This is an optimization exercise on Yosys and OpenROAD, whose aim is small area, a short achievable clock period and few clock cycles, not a production implementation.
In this exercise RTL edits were held to simulation tests only and were not proved equivalent to the original.
Power figures rest on the tool's default switching activity, not on a simulated workload.

==> flow/design.v, too long to show whole: its modules and the start of the top module <==
// module stoker_core: 922 lines
module stoker_core (
    input             clk,
    input             rst,
    output     [11:0] i_addr,
    input      [31:0] i_rdata,
    output            d_req,
    output            d_we,
    output     [12:0] d_addr,
    output     [3:0]  d_be,
    output     [31:0] d_wdata,
    input      [31:0] d_rdata,
    output reg        halted,
    output reg        except,
    output reg [1:0]  exc_class,
    output reg [2:0]  exc_sub,
    output     [13:0] exc_pc,
    output     [31:0] exc_insn,
    output reg [31:0] exc_addr
);
  // ...
==> flow/flow/run.sh <==
#!/bin/bash
# The standard layout, with the timing repair aiming for more setup slack
# than the 24 ns clock needs, so that the achieved period shrinks.
set -euo pipefail
bash standard.sh SETUP_SLACK_MARGIN=17 finish > standard_flow.log 2>&1
==> flow/standard.sh <==
#!/bin/bash
# synth_recipe.tcl (not shown) runs the flow's synth.tcl, then flattens the netlist and writes it again
# the make line also repeats each setting of config.mk as NAME=value (left out here)
make -C /OpenROAD-flow-scripts/flow DESIGN_CONFIG=/design/flow/config.mk WORK_HOME=/design/flow/orfs CLKGATE_MAP_FILE= SYNTH_SCRIPT=/design/flow/synth_recipe.tcl "${@:-finish}"
==> flow/config.mk <==
export PLATFORM = sky130hd
export DESIGN_NAME = stoker_core
export DESIGN_NICKNAME = stoker_core
export VERILOG_FILES = /design/flow/design.v
export SDC_FILE = /design/flow/constraint.sdc
export NUM_CORES = 4
export LEC_CHECK = 0
export CAP_MARGIN = 20
export CORE_MARGIN = 2
export CORE_UTILIZATION = 30
export PLACE_DENSITY = 0.45
export SLEW_MARGIN = 20
==> flow/constraint.sdc <==
create_clock -name core_clock -period 24.0 [get_ports {clk}]
set_input_delay 4.8000 -clock core_clock [delete_from_list [all_inputs] [get_ports {clk}]]
set_output_delay 4.8000 -clock core_clock [all_outputs]
set_load 0.01 [all_outputs]
==> reports/metrics.sh, run 1 <==
LAYOUT-DRIVE-GT1-SHARE_PCT=14.80
DR.MAX_LAYER_USED='met5'
OUTCOME='complete, no violations'
SYNTH_ADDER_AREA_SHARE_PCT=8.257
INVERTERS_EXCL_CLOCK=292
DP_SLACK_PS=14770
POST_SYNTH_MUX_AREA_SHARE_PCT=4.362
DIE_Y_UM=504.0
GRT_PASS1_WL_MM=573.6
INTERNAL_POWER_mW=4.219
HOLD_WS_PS=463.8
WORST_IR_DROP_VDD_mV=0.1523
CORE_AREA_UM2=248700
CLK_TRANSITION_REPORTED_PATHS_PS=60
POWER.SWITCHING_FRACTION_PCT=39.90
FLOORPLAN.DIE.WIDTH_UM=504.0
SYNTH_COMPOUND_GATE_AREA_SHARE_PCT=22.70
CLOCK_POWER_mW=2.11
SEQ_POWER_SHARE_PCT=27.6
IOS=214
CTSHTREEMAXLEVEL=4
CRIT_CELLS=6
LAYOUT_SETUP_WS_PS=16770
YS_DOMINANT_REG_CELL='sky130_fd_sc_hd__edfxtp_1'
SYNTH_EDF_COUNT=789
Testbench counts, summed over its fixed seeds: cycles 148,028.
==> run 2: changes to the inputs <==
--- a/flow/design.v
+++ b/flow/design.v
@@ -619,17 +619,17 @@
     wire        x_mem  = (e_ld || e_st) && (x_adr || x_aln);
     wire        exc_now = e_go && (e_exc_pre || x_mem);
     wire        st_go  = e_go && e_st && !x_adr && !x_aln;
     wire [3:0]  st_be  = (e_msz == 2'd0) ? 4'b1111 :
                          (e_msz == 2'd1) ? (agu[1] ? 4'b1100 : 4'b0011) :
                                            (4'b0001 << agu[1:0]);
     wire [31:0] st_dat = (e_msz == 2'd0) ? eb :
                          (e_msz == 2'd1) ? {2{eb[15:0]}} : {4{eb[7:0]}};
-    assign d_req   = sb_v || (e_go && e_ld);
+    assign d_req   = sb_v || (e_valid && e_ld && !halted);
     assign d_we    = sb_v;
     assign d_addr  = sb_v ? sb_addr : e_maddr;
     assign d_be    = sb_be;
     assign d_wdata = sb_data;
     wire        e_multi = (e_mul || mc_cm) && e_step != 2'd3;
     wire        e_busy = e_go && !e_exc_pre && (e_multi || (e_ld && sb_v));
     wire        e_last = !e_multi;
     wire        e_we   = e_go && !e_exc_pre && e_last && e_wr;
==> reports/metrics.sh, run 2 <==
COUNT_OF_BUFFERS_FROM_PORT_BUFFERING=210  # unchanged
GRT_START_MAX_NET_PINS=111  # was 77
WORST_SKEW_PAIR_LATER_PIN_LATENCY_PS=870  # about the same
SYNTHDOMINANTAREACELLTYPE='sky130_fd_sc_hd__edfxtp_1'  # unchanged
SYNTH.MOST_COMMON_CELL='sky130_fd_sc_hd__edfxtp_1'  # unchanged
TOP_REGS='rf x512, a0 x42, a1 x42'  # unchanged
DRTPASS1ITERATIONS=10  # was 7
WORST_R2R_STARTPOINT='e_mac'  # was e_loop
GP_CONGESTION=1.065  # was 0.9904
WORSTMARGINPINSLEW_PS=1211  # was 1301 ps
CRITPATHMAXSTAGEDELAY_PS=470  # was 410 ps
COUNT_OF_CLOCK_TREE_SINKS=1026  # unchanged
CTS.PATH.MAX_BUFFERS=3  # unchanged
REGTOREGENDPOINT='fl_s'  # was fl_z
GLOBALROUTETOTALUTIL_PCT=31.13  # was 31.48%
DIE_Y_UM=504.7  # was 504.0 um
DRT.ANTENNA.VIOLATING_NETS=0  # unchanged
POWER.SWITCHING_FRACTION_PCT=38.25  # was 39.90%
DR.MAX_LAYER_USED='met5'  # unchanged
CRITICAL_PATH.MAX_FANOUT=6  # was 3
GRT_PASS1_WL_MM=568.8  # was 573.6 mm
CORE_AREA_UM2=248900  # was 248700 um2
ROOT_BUFFER='sky130_fd_sc_hd__clkbuf_16'  # unchanged
CLK_TRANSITION_REPORTED_PATHS_PS=60  # about the same
SYNTHESIS.YOSYS.WARNINGS=2  # unchanged
TIMING.FINAL.CRIT_PERIOD_PS=7269  # was 7227 ps
ANTENNA_FOUND_INITIAL=26  # was 25
HOLD_WS_PS=494.6  # was 463.8 ps
P_COMB_SHARE_PCT=42.0  # was 42.3%
DETAIL_ROUTE.WIRELENGTH_MM=416.2  # was 419.3 mm
CLOCK_TREE_FROM_TRITONCTS='yes'  # unchanged
TIMING.HOLD.WORST.CLASS='reg2reg'  # unchanged
SETUP_VIOLATORS_FINAL=0  # unchanged
NET_SW_POWER_mW=2.631  # was 2.801 mW
OUTCOME='complete, no violations'  # unchanged
ASYNC_FLOP_SHARE_PCT=0  # unchanged
NUMCTSBUFFERS=131  # unchanged
PLACED_CELL_AREA_UM2=81480  # was 81590 um2
DR_WL_MET3_MM=42.64  # was 39.73 mm
WL_PER_CELL_UM=35.57  # was 35.70 um
SYNTHTOPCELLSBYCOUNT='789 x sky130_fd_sc_hd__edfxtp_1, 600 x sky130_fd_sc_hd__nand2_1, 547 x sky130_fd_sc_hd__nor2_1'  # was 789 x sky130_fd_sc_hd__edfxtp_1, 761 x sky130_fd_sc_hd__nand2_1, 611 x sky130_fd_sc_hd__a21oi_1
DRC_ERRORS=0  # unchanged
DP_SLACK_PS=14870  # was 14770 ps
CRIT_TYPE='reg2reg'  # was reg2out
DETAILED_PLACE_HPWL_MM=292.7  # was 294.7 mm
CRITICAL_PATH.STARTPOINT_TYPE='flop'  # unchanged
LARGEST-REGISTER='rf'  # unchanged
ROUTEDLENGTHMET1_MM=156.9  # was 157.8 mm
DESIGN_AREA_UM2=91030  # was 89840 um2
CTSHTREEMAXLEVEL=4  # unchanged
DPL.CELL_COUNT=11210  # was 11340
CRIT_PATH_TOP_DELAY_CELL='sky130_fd_sc_hd__fa_1'  # was sky130_fd_sc_hd__edfxtp_1
RRSETUPSLACK_PS=16730  # was 16910 ps
HOLD_PATH_END='a0[41]'  # was exc_addr[17]
SEQ_POWER_SHARE_PCT=28.3  # was 27.6%
MOSTFREQUENTLAYOUTCELL='sky130_fd_sc_hd__edfxtp_1'  # unchanged
CTS_HOLD_BUF=0  # unchanged
SYNTH_TOP_CELLS_BY_AREA='sky130_fd_sc_hd__edfxtp_1 31%, sky130_fd_sc_hd__dfxtp_1 6.3%, sky130_fd_sc_hd__a22oi_1 4.8%'  # was sky130_fd_sc_hd__edfxtp_1 32%, sky130_fd_sc_hd__dfxtp_1 6.3%, sky130_fd_sc_hd__a22oi_1 4.9%
ROUTED-WL-MET2_MM=183.3  # was 186.5 mm
YS_DOMINANT_REG_CELL='sky130_fd_sc_hd__edfxtp_1'  # unchanged
P_LEAK_nW=32.55  # was 31.70 nW
GR-TOTAL-OVERFLOW=0  # unchanged
LAYOUT.CELLS.MOST_COMMON_LIST='789 x sky130_fd_sc_hd__edfxtp_1, 573 x sky130_fd_sc_hd__nand2_1, 502 x sky130_fd_sc_hd__nor2_1, 479 x sky130_fd_sc_hd__a22oi_1, 449 x sky130_fd_sc_hd__a21oi_1'  # was 789 x sky130_fd_sc_hd__edfxtp_1, 754 x sky130_fd_sc_hd__nand2_1, 551 x sky130_fd_sc_hd__a21oi_1, 484 x sky130_fd_sc_hd__a22oi_1, 460 x sky130_fd_sc_hd__nor2_1
WORST_EP_REQUIRED_TIME_PS=24780  # was 19200 ps
MAX_CAP_VIOLATIONS=0  # unchanged
WORST-R2R-CELL-COUNT=34  # was 31
INTERNAL_POWER_mW=4.248  # was 4.219 mW
GRT_PASS1_VIAS=69760  # was 70390
YOSYSTOPAREACELLSHARE_PCT=31.50  # was 31.59%
SYN_AREA_UM2=75220  # was 75010 um2
EFFECTIVE_UTILIZATION_AT_FLOORPLAN_PCT=30.22  # was 30.16%
FP.DIEAREA_UM2=254800  # was 254000 um2
POSTSYNTHREGISTERBITS=1026  # unchanged
LAYOUT_SETUP_WS_PS=16730  # was 16770 ps
HOLD_PATH_DEPTH=2  # unchanged
MAX_FREQ_MHz=137.6  # was 138.4 MHz
CP-END-KIND='flop'  # was output pin
POST_SYNTH_INST_COUNT=8006  # was 8130
DRT_ITER0_DRC=11320  # was 10600
NUM_ROWS=183  # unchanged
DETAIL_ROUTE.VIAS_PER_CELL=6.323  # was 6.303
AREA_DELTA_SYNTH_FINAL_PCT=21.02  # was 19.78%
FINAL_NETS=8722  # was 8770
POWER_FRAC_CLOCK_PCT=29.7  # was 30.1%
FIN_WORST_SKEW_PS=71.78  # was 83.37 ps
GRT_SETUP_UNREPAIRED='yes'  # unchanged
IOS=214  # unchanged
WORST_SLEW_MARGIN_REL_PCT=18.50  # was 13.00%
TIMING.HOLD.WORST.START='a0[41]'  # was exc_addr[17]
SYNTH.YOSYS.SEQ_AREA_SHARE_PCT=37.81  # was 37.91%
FINALCRITPERIODSHARE_PCT=30.29  # was 30.11%
HOLD_VIOL=0  # unchanged
FINAL-MAX-SLEW-VIOLATION-COUNT=0  # unchanged
WORST_IR_DROP_VDD_mV=0.1886  # was 0.1523 mV
SYNTH_CELL_TYPES=131  # was 121
FINISH.CELL_COUNT_WITHOUT_FILLERS=11700  # was 11740
SETUP-TNS-FINAL_PS=0  # unchanged
FLOORPLAN.DIE.WIDTH_UM=504.7  # was 504.0 um
LAYOUT-DRIVE-GT1-SHARE_PCT=16.78  # was 14.80%
LARGEST_REGISTER_FF_COUNT=512  # unchanged
CP.ARRIVAL_PS=8040  # was 2430 ps
VIAS_AFTER_DETAILED_ROUTING=73990  # was 74020
SYNTH_EDF_COUNT=789  # unchanged
POWER_DENSITY_nW_PER_UM2=75.56  # was 78.13 nW/um2
SYNTH_AREA_PER_CELL_UM2=9.396  # was 9.226 um2
-- run 2: timing repair --
| action | CTS | global route |
|---|---|---|
| endpoints found under the hold margin | 0 | 0 |
| pin swaps | 130 | 152 |
| gates resized for setup | 445 | 301 |
| buffers inserted | 147 | 56 |
| cloned | 22 | 7 |
| endpoints found under the setup margin | 889 | 622 |
-- run 2: layer usage --
metal  GRT usage (%)  vias up
met5               0        -
met4           20.50       16
met3           7.683     1387
met2           48.32     5317
met1           38.27    36520
li1                -    30750
-- run 2: worst max-delay path by stage --
| stage | from | endpoint | slack, ps | cells after the start |
|---|---|---|---|---|
| 2_1_floorplan | rst | e_and | 16440 | 5 |
| 3_3_place_gp | e_ir[10] | fl_s | 14910 | 27 |
| 3_5_place_dp | e_ir[10] | fl_s | 14870 | 25 |
| 4_1_cts | e_ir[9] | fl_s | 16670 | 30 |
| 5_1_grt | e_mac | a0[40] | 16490 | 34 |
| 6_report | e_mac | fl_s | 16730 | 34 |
-- run 2: final cells by class --
type,instances,area [um2]
antenna,17,42.54
clock buffer,169,3533
clock inverter,74,835.8
fill,24970,157900
inverter,312,1194
multi-input combinational,6059,45680
sequential,1026,28450
tap,3330,4167
timing repair buffer,714,7129
timing repair inverter,1,5.005
-- run 2: cells by family (layout without fill, tap and decap cells) --
kind of cell | after synthesis | count (layout) | synth area share (%)
xor gates and xnor gates | 499 | 499 | 5.810
DFF | 1026 | 1026 | 37.81
and+or+nand+nor | 2333 | 2333 | 15.66
adders and majority gates | 411 | 411 | 8.234
other | 2 | 24 | 0.009984
muxes | 330 | 332 | 4.912
AOI/OAI and AO/OA | 2474 | 2477 | 22.27
buffers and inverters | 931 | 1270 | 5.306
-- run 2: metrics by stage --
step | util (%) | total power [mW]
floorplan | - | 3.402
global placement | 32.72 | 4.196
detailed placement | 32.74 | 4.208
CTS | 35.85 | 6.533
global route | 36.56 | 7.123
finish | 36.58 | 6.879
-- run 2: power groups by stage --
stage	combinational, mW	clock (mW)	sequential (mW)
after floorplan	1.44	0	1.97
after global placement	2.21	0	1.98
after detailed placement	2.22	0	1.98
after CTS	2.52	2.07	1.94
after global routing	3.05	2.13	1.94
final	2.89	2.04	1.95
-- run 2: worst max-delay path: cells and delay by family (launching register included) --
family                     cells  cell delay, ps
muxes                          2             510
DFF                            1             380
AOI/OAI and AO/OA             10            2120
xor gates and xnor gates       1             130
buffers and inverters          9            1190
adders and majority gates      4            1760
and+or+nand+nor                8            1090
Testbench counts of run 2, summed over its fixed seeds: cycles 148,028.

## port drivers added, routing unchanged
The results above use ideal ports. As a check the final layouts listed here were re-extracted and re-timed, cells and wires unchanged.
Step 1, drivers: a clkbuf_16 drives clk and a buf_2 each remaining input, both assumed.
Step 2 adds t to the input delays and takes it off the output delays; t is the mean of the earliest and latest rising clock arrival at the registers after step 1. Input paths then give back, and output paths get back, about the clock's delay inside the block.
a / b / c = ideal ports / drivers / drivers and shift; a / b = the first two.
| run | t (ns) | setup slack, ns | worst setup path at the end | cell pins on the clock port's net |
|---|---|---|---|---|
| run 1 | 0.924 | 16.773 / 16.676 / 15.949 | input to register | 1 |
| run 2 | 0.923 | 16.731 / 16.731 / 16.054 | input to register | 1 |
After both steps setup and hold are still met in every run listed. For run 1, which loses most, drivers alone change the setup slack by -0.097 ns; drivers and shift together by -0.824 ns.
